This design comes from an exercise in tuning for small area, a short achievable clock period and few clock cycles per item on the open sky130 flow, not from production work.
Where RTL was checked, it was by simulation tests only, not by an equivalence proof against the original.
Power and IR drop assume default switching activity.

==> delta: inputs <==
==> flow/design.v (excerpt) <==
module bsc_launch (
    input  wire        clk,
    input  wire        rst,
    input  wire        start,
    output wire        ready,
    input  wire [63:0] inst_sec,
    input  wire [29:0] inst_ns,
    input  wire [63:0] anchor_sec,
    input  wire [29:0] anchor_ns,
    input  wire [31:0] anchor_frac,
    input  wire [95:0] anchor_bc,
    input  wire [63:0] rate,
    output reg         done,
    output reg  [95:0] launch
);
Settings: LEC_CHECK=0, CAP_MARGIN=20, CORE_MARGIN=2, CORE_UTILIZATION=40, GPL_TIMING_DRIVEN=0, SLEW_MARGIN=20; clock period 16.0 ns.
run.sh (not shown) runs the stock make flow with config.mk's settings and CLKGATE_MAP_FILE= SYNTH_SCRIPT=/design/flow/synth_recipe.tcl, a recipe that flattens the netlist after the stock synthesis.
==> inputs of fjord, as changes to delta <==
==> flow/flow/run.sh (new file) <==
#!/bin/bash
# Standard ORFS layout (the standard.sh, standard synthesis), with two
# changes to how the layout is made:
#  - ports are buffered with plain buffers instead of the smallest-area cell
#    buffer_ports picks (a delay cell);
#  - timing repair aims for extra setup slack, so that the layout is sized
#    for a shorter period than the 16 ns the constraints allow.
# The constraints (constraint.sdc) and every other step are unchanged.
set -euo pipefail
export SETUP_SLACK_MARGIN=11
export BUFFER_PORTS_ARGS="-buffer_cell sky130_fd_sc_hd__buf_2"
bash standard.sh > standard_flow.log 2>&1
==> flow/standard.sh (new file) <==
#!/bin/bash
# synth_recipe.tcl (not shown) runs the flow's synth.tcl, then flattens the netlist and writes it again
# the make line also repeats each setting of config.mk as NAME=value (left out here)
make -C /OpenROAD-flow-scripts/flow DESIGN_CONFIG=/design/flow/config.mk WORK_HOME=/design/flow/orfs CLKGATE_MAP_FILE= SYNTH_SCRIPT=/design/flow/synth_recipe.tcl "${@:-finish}"
- GPL_TIMING_DRIVEN: 0 -> unset
removed: flow/run.sh
==> results.txt <==
	fjord	delta
Pre-CTS setup slack	8116 ps	6872 ps
Final period demand of the worst path	5748 ps	9645 ps
Data required time of the critical path	16,390 ps	16,380 ps
Layout clock buffer count	84	86
Routed wire per std cell	33.43 µm	37.47 µm
Timing-limited maximum frequency	174.0 MHz	103.7 MHz
Last element of the critical path	t[66]	t[88]
Register-to-register setup slack	10,250 ps	6350 ps
Final-stage net count	7,624	7,725
Post-DP HPWL	216,700 µm	269,400 µm
Most common library cell in the layout ignoring fill and taps	sky130_fd_sc_hd__inv_1	sky130_fd_sc_hd__a21oi_1
Power of the clock network	0.00160 W	0.00172 W
# Post-CTS Setup Buffers	185	0
Post-detailed-route via-to-cell ratio	6.599	6.632
Leakage power total	27.82 nW	25.64 nW
Largest net degree at the start of global routing	71	46
Switching power	0.003528 W	0.003547 W
Number of fill cells in the layout	12,570	13,290
Result of the run	complete, no violations	complete, no violations
Layout Cells excl Fill	8,580	8,697
Count of input and output buffers	480	479
RR Endpoint	t[66]	t[88]
Clock network fraction of design power	21.1%	23.5%
Testbench counts of delta, summed over its fixed seeds: cycles 44,808, items 1,280.
Testbench counts of fjord, summed over its fixed seeds: cycles 44,808, items 1,280.


==> job 6450: inputs <==
Another version of the RTL of bsc_launch (not shown whole).
Design bsc_launch, start of the top module:
module bsc_launch (
    input  wire        clk,
    input  wire        rst,
    input  wire        start,
    output wire        ready,
    input  wire [63:0] inst_sec,
    input  wire [29:0] inst_ns,
    input  wire [63:0] anchor_sec,
    input  wire [29:0] anchor_ns,
    input  wire [31:0] anchor_frac,
    input  wire [95:0] anchor_bc,
    input  wire [63:0] rate,
    output reg         done,
    output reg  [95:0] launch
);
Settings: LEC_CHECK=0, CAP_MARGIN=20, CORE_MARGIN=2, CORE_UTILIZATION=40, SLEW_MARGIN=20; clock period 16.0 ns.
standard.sh (not shown) runs the stock make flow with config.mk's settings and CLKGATE_MAP_FILE= SYNTH_SCRIPT=/design/flow/synth_recipe.tcl, a recipe that flattens the netlist after the stock synthesis.
==> flow/flow/run.sh <==
#!/bin/bash
# Standard ORFS layout (the standard.sh, standard synthesis), with two
# changes to how the layout is made:
#  - ports are buffered with plain buffers instead of the smallest-area cell
#    buffer_ports picks (a delay cell);
#  - timing repair aims for extra setup slack, so that the layout is sized
#    for a shorter period than the 16 ns the constraints allow.
# The constraints (constraint.sdc) and every other step are unchanged.
set -euo pipefail
export SETUP_SLACK_MARGIN=11
export BUFFER_PORTS_ARGS="-buffer_cell sky130_fd_sc_hd__buf_2"
bash standard.sh > standard_flow.log 2>&1
==> job 961 (differences from job 6450) <==
--- a/flow/design.v
+++ b/flow/design.v
@@ -86,47 +86,17 @@
                      | ({96{s_res}} & {29'd0, wc});
     wire [95:0] op_c = ({96{s_m}}   & ~{t[92:0], 3'd0})
                      | ({96{tq}}    & {{93{qr[2]}}, qr})
                      | ({96{s_m4}}  & {{64{dq[63]}}, dq[63:32]});
     wire        k1   = s_sub | s_m | (s_fin & ~(neg ^ wneg));
     wire        k2   = s_m;
     wire [95:0] s2   = op_a ^ op_b ^ op_c;
     wire [95:0] c2   = {(op_a[94:0] & op_b[94:0]) | (op_a[94:0] & op_c[94:0]) | (op_b[94:0] & op_c[94:0]), k1};
-    wire [95:0] kp0 = s2 ^ c2;
-    wire [95:0] kg0 = (s2 & c2) | {95'd0, kp0[0] & k2};
-    wire [95:0] kb0 = {{1{kg0[94]}}, 1'd0, {1{kg0[92]}}, 1'd0, {1{kg0[90]}}, 1'd0, {1{kg0[88]}}, 1'd0, {1{kg0[86]}}, 1'd0, {1{kg0[84]}}, 1'd0, {1{kg0[82]}}, 1'd0, {1{kg0[80]}}, 1'd0, {1{kg0[78]}}, 1'd0, {1{kg0[76]}}, 1'd0, {1{kg0[74]}}, 1'd0, {1{kg0[72]}}, 1'd0, {1{kg0[70]}}, 1'd0, {1{kg0[68]}}, 1'd0, {1{kg0[66]}}, 1'd0, {1{kg0[64]}}, 1'd0, {1{kg0[62]}}, 1'd0, {1{kg0[60]}}, 1'd0, {1{kg0[58]}}, 1'd0, {1{kg0[56]}}, 1'd0, {1{kg0[54]}}, 1'd0, {1{kg0[52]}}, 1'd0, {1{kg0[50]}}, 1'd0, {1{kg0[48]}}, 1'd0, {1{kg0[46]}}, 1'd0, {1{kg0[44]}}, 1'd0, {1{kg0[42]}}, 1'd0, {1{kg0[40]}}, 1'd0, {1{kg0[38]}}, 1'd0, {1{kg0[36]}}, 1'd0, {1{kg0[34]}}, 1'd0, {1{kg0[32]}}, 1'd0, {1{kg0[30]}}, 1'd0, {1{kg0[28]}}, 1'd0, {1{kg0[26]}}, 1'd0, {1{kg0[24]}}, 1'd0, {1{kg0[22]}}, 1'd0, {1{kg0[20]}}, 1'd0, {1{kg0[18]}}, 1'd0, {1{kg0[16]}}, 1'd0, {1{kg0[14]}}, 1'd0, {1{kg0[12]}}, 1'd0, {1{kg0[10]}}, 1'd0, {1{kg0[8]}}, 1'd0, {1{kg0[6]}}, 1'd0, {1{kg0[4]}}, 1'd0, {1{kg0[2]}}, 1'd0, {1{kg0[0]}}, 1'd0};
-    wire [95:0] kq0 = {{1{kp0[94]}}, {1{1'b1}}, {1{kp0[92]}}, {1{1'b1}}, {1{kp0[90]}}, {1{1'b1}}, {1{kp0[88]}}, {1{1'b1}}, {1{kp0[86]}}, {1{1'b1}}, {1{kp0[84]}}, {1{1'b1}}, {1{kp0[82]}}, {1{1'b1}}, {1{kp0[80]}}, {1{1'b1}}, {1{kp0[78]}}, {1{1'b1}}, {1{kp0[76]}}, {1{1'b1}}, {1{kp0[74]}}, {1{1'b1}}, {1{kp0[72]}}, {1{1'b1}}, {1{kp0[70]}}, {1{1'b1}}, {1{kp0[68]}}, {1{1'b1}}, {1{kp0[66]}}, {1{1'b1}}, {1{kp0[64]}}, {1{1'b1}}, {1{kp0[62]}}, {1{1'b1}}, {1{kp0[60]}}, {1{1'b1}}, {1{kp0[58]}}, {1{1'b1}}, {1{kp0[56]}}, {1{1'b1}}, {1{kp0[54]}}, {1{1'b1}}, {1{kp0[52]}}, {1{1'b1}}, {1{kp0[50]}}, {1{1'b1}}, {1{kp0[48]}}, {1{1'b1}}, {1{kp0[46]}}, {1{1'b1}}, {1{kp0[44]}}, {1{1'b1}}, {1{kp0[42]}}, {1{1'b1}}, {1{kp0[40]}}, {1{1'b1}}, {1{kp0[38]}}, {1{1'b1}}, {1{kp0[36]}}, {1{1'b1}}, {1{kp0[34]}}, {1{1'b1}}, {1{kp0[32]}}, {1{1'b1}}, {1{kp0[30]}}, {1{1'b1}}, {1{kp0[28]}}, {1{1'b1}}, {1{kp0[26]}}, {1{1'b1}}, {1{kp0[24]}}, {1{1'b1}}, {1{kp0[22]}}, {1{1'b1}}, {1{kp0[20]}}, {1{1'b1}}, {1{kp0[18]}}, {1{1'b1}}, {1{kp0[16]}}, {1{1'b1}}, {1{kp0[14]}}, {1{1'b1}}, {1{kp0[12]}}, {1{1'b1}}, {1{kp0[10]}}, {1{1'b1}}, {1{kp0[8]}}, {1{1'b1}}, {1{kp0[6]}}, {1{1'b1}}, {1{kp0[4]}}, {1{1'b1}}, {1{kp0[2]}}, {1{1'b1}}, {1{kp0[0]}}, {1{1'b1}}};
-    wire [95:0] kg1 = kg0 | (kp0 & kb0);
-    wire [95:0] kp1 = kp0 & kq0;
-    wire [95:0] kb1 = {{2{kg1[93]}}, 2'd0, {2{kg1[89]}}, 2'd0, {2{kg1[85]}}, 2'd0, {2{kg1[81]}}, 2'd0, {2{kg1[77]}}, 2'd0, {2{kg1[73]}}, 2'd0, {2{kg1[69]}}, 2'd0, {2{kg1[65]}}, 2'd0, {2{kg1[61]}}, 2'd0, {2{kg1[57]}}, 2'd0, {2{kg1[53]}}, 2'd0, {2{kg1[49]}}, 2'd0, {2{kg1[45]}}, 2'd0, {2{kg1[41]}}, 2'd0, {2{kg1[37]}}, 2'd0, {2{kg1[33]}}, 2'd0, {2{kg1[29]}}, 2'd0, {2{kg1[25]}}, 2'd0, {2{kg1[21]}}, 2'd0, {2{kg1[17]}}, 2'd0, {2{kg1[13]}}, 2'd0, {2{kg1[9]}}, 2'd0, {2{kg1[5]}}, 2'd0, {2{kg1[1]}}, 2'd0};
-    wire [95:0] kq1 = {{2{kp1[93]}}, {2{1'b1}}, {2{kp1[89]}}, {2{1'b1}}, {2{kp1[85]}}, {2{1'b1}}, {2{kp1[81]}}, {2{1'b1}}, {2{kp1[77]}}, {2{1'b1}}, {2{kp1[73]}}, {2{1'b1}}, {2{kp1[69]}}, {2{1'b1}}, {2{kp1[65]}}, {2{1'b1}}, {2{kp1[61]}}, {2{1'b1}}, {2{kp1[57]}}, {2{1'b1}}, {2{kp1[53]}}, {2{1'b1}}, {2{kp1[49]}}, {2{1'b1}}, {2{kp1[45]}}, {2{1'b1}}, {2{kp1[41]}}, {2{1'b1}}, {2{kp1[37]}}, {2{1'b1}}, {2{kp1[33]}}, {2{1'b1}}, {2{kp1[29]}}, {2{1'b1}}, {2{kp1[25]}}, {2{1'b1}}, {2{kp1[21]}}, {2{1'b1}}, {2{kp1[17]}}, {2{1'b1}}, {2{kp1[13]}}, {2{1'b1}}, {2{kp1[9]}}, {2{1'b1}}, {2{kp1[5]}}, {2{1'b1}}, {2{kp1[1]}}, {2{1'b1}}};
-    wire [95:0] kg2 = kg1 | (kp1 & kb1);
-    wire [95:0] kp2 = kp1 & kq1;
-    wire [95:0] kb2 = {{4{kg2[91]}}, 4'd0, {4{kg2[83]}}, 4'd0, {4{kg2[75]}}, 4'd0, {4{kg2[67]}}, 4'd0, {4{kg2[59]}}, 4'd0, {4{kg2[51]}}, 4'd0, {4{kg2[43]}}, 4'd0, {4{kg2[35]}}, 4'd0, {4{kg2[27]}}, 4'd0, {4{kg2[19]}}, 4'd0, {4{kg2[11]}}, 4'd0, {4{kg2[3]}}, 4'd0};
-    wire [95:0] kq2 = {{4{kp2[91]}}, {4{1'b1}}, {4{kp2[83]}}, {4{1'b1}}, {4{kp2[75]}}, {4{1'b1}}, {4{kp2[67]}}, {4{1'b1}}, {4{kp2[59]}}, {4{1'b1}}, {4{kp2[51]}}, {4{1'b1}}, {4{kp2[43]}}, {4{1'b1}}, {4{kp2[35]}}, {4{1'b1}}, {4{kp2[27]}}, {4{1'b1}}, {4{kp2[19]}}, {4{1'b1}}, {4{kp2[11]}}, {4{1'b1}}, {4{kp2[3]}}, {4{1'b1}}};
-    wire [95:0] kg3 = kg2 | (kp2 & kb2);
-    wire [95:0] kp3 = kp2 & kq2;
-    wire [95:0] kb3 = {{8{kg3[87]}}, 8'd0, {8{kg3[71]}}, 8'd0, {8{kg3[55]}}, 8'd0, {8{kg3[39]}}, 8'd0, {8{kg3[23]}}, 8'd0, {8{kg3[7]}}, 8'd0};
-    wire [95:0] kq3 = {{8{kp3[87]}}, {8{1'b1}}, {8{kp3[71]}}, {8{1'b1}}, {8{kp3[55]}}, {8{1'b1}}, {8{kp3[39]}}, {8{1'b1}}, {8{kp3[23]}}, {8{1'b1}}, {8{kp3[7]}}, {8{1'b1}}};
-    wire [95:0] kg4 = kg3 | (kp3 & kb3);
-    wire [95:0] kp4 = kp3 & kq3;
-    wire [95:0] kb4 = {{16{kg4[79]}}, 16'd0, {16{kg4[47]}}, 16'd0, {16{kg4[15]}}, 16'd0};
-    wire [95:0] kq4 = {{16{kp4[79]}}, {16{1'b1}}, {16{kp4[47]}}, {16{1'b1}}, {16{kp4[15]}}, {16{1'b1}}};
-    wire [95:0] kg5 = kg4 | (kp4 & kb4);
-    wire [95:0] kp5 = kp4 & kq4;
-    wire [95:0] kb5 = {32'd0, {32{kg5[31]}}, 32'd0};
-    wire [95:0] kq5 = {{32{1'b1}}, {32{kp5[31]}}, {32{1'b1}}};
-    wire [95:0] kg6 = kg5 | (kp5 & kb5);
-    wire [95:0] kp6 = kp5 & kq5;
-    wire [95:0] kb6 = {{32{kg6[63]}}, 64'd0};
-    wire [95:0] kq6 = {{32{kp6[63]}}, {64{1'b1}}};
-    wire [95:0] kg7 = kg6 | (kp6 & kb6);
-    wire [95:0] kp7 = kp6 & kq6;
-    wire [95:0] msum = kp0 ^ {kg7[94:0], k2};
+    wire [95:0] msum = s2 + c2 + {95'd0, k2};
     wire        c64  = msum[64] ^ t[64] ^ ~dq[32];
     wire        sgn  = t[95];
     wire [95:0] pp   = t ^ {96{sgn}};
     wire [31:0] ff   = dq[95:64] ^ {32{~sgn}};
     wire        cb   = ~sgn;
     wire        pfit = (pp[95:47] == 49'd0);
     wire        nrm  = (dv[63:62] != 2'b00);
     wire        go   = nrm | rz;
==> flow/flow/run.sh (replaced) <==
#!/bin/bash
# Standard ORFS layout (the standard.sh, standard synthesis), with two
# changes to how the layout is made:
#  - ports are buffered with plain buffers instead of the smallest-area cell
#    buffer_ports picks (a delay cell);
#  - timing repair aims for extra setup slack, so that the layout is sized
#    for a shorter period than the 16 ns the constraints allow.
# The constraints (constraint.sdc) and every other step are unchanged.
set -euo pipefail
export SETUP_SLACK_MARGIN=12
export BUFFER_PORTS_ARGS="-buffer_cell sky130_fd_sc_hd__buf_1"
bash standard.sh > standard_flow.log 2>&1
==> comparison <==
- In job 6450 the die area is smaller than in job 961, by 2.6%.
- Against job 961, the non-clock buffer count of job 6450 is lower by 330.
- Against job 961, the synthesized area of job 6450 is smaller by about 2.6%.
- In job 6450 the sequential share of layout area is higher than in job 961, by 3.9 points.
- Against job 961, the design area of job 6450 is lower by about 15%.
- In sequential power, job 6450 and job 961 hardly differ.
- Utilization: job 6450 is lower than job 961 (7.4 points).
Testbench counts of job 961, summed over its fixed seeds: cycles 46,096, items 1,280.
Function not checked in job 6450: the RTL went through the layout flow alone.

-- afterwards: timing with drivers on the ports --
The flow's constraints put no driver on any port. The routed layouts listed below were extracted and timed again, unchanged, in two steps.
Step 1 (the two cells are an assumption about what drives the block):
set clk [get_ports {clk}]
set_driving_cell -lib_cell sky130_fd_sc_hd__clkbuf_16 $clk
set_driving_cell -lib_cell sky130_fd_sc_hd__buf_2 [delete_from_list [all_inputs] $clk]
Step 2 also shifts input and output timing later by t, the mid clock arrival at the registers, as if the neighbouring blocks saw the same clock.
Slacks: no drivers / after step 1 / after step 2; pairs: no drivers / after step 1.
run | t, ns | slack for setup (ns) | hold WS [ns] | worst setup path after step 2 | latest minus earliest clock arrival (ns)
delta | 0.769 | 6.355 / 6.355 / 6.355 | 0.496 / 0.496 / 0.496 | register to register | 0.035 / 0.036
fjord | 0.760 | 10.252 / 10.252 / 10.252 | 0.461 / 0.461 / 0.461 | register to register | 0.035 / 0.035
job 6450 | 0.722 | 10.032 / 10.032 / 10.032 | 0.433 / 0.433 / 0.433 | register to register | 0.031 / 0.031
job 961 | 0.738 | 10.849 / 10.849 / 10.849 | 0.440 / 0.440 / 0.440 | register to register | 0.042 / 0.042
After both steps setup and hold are still met in every run listed.
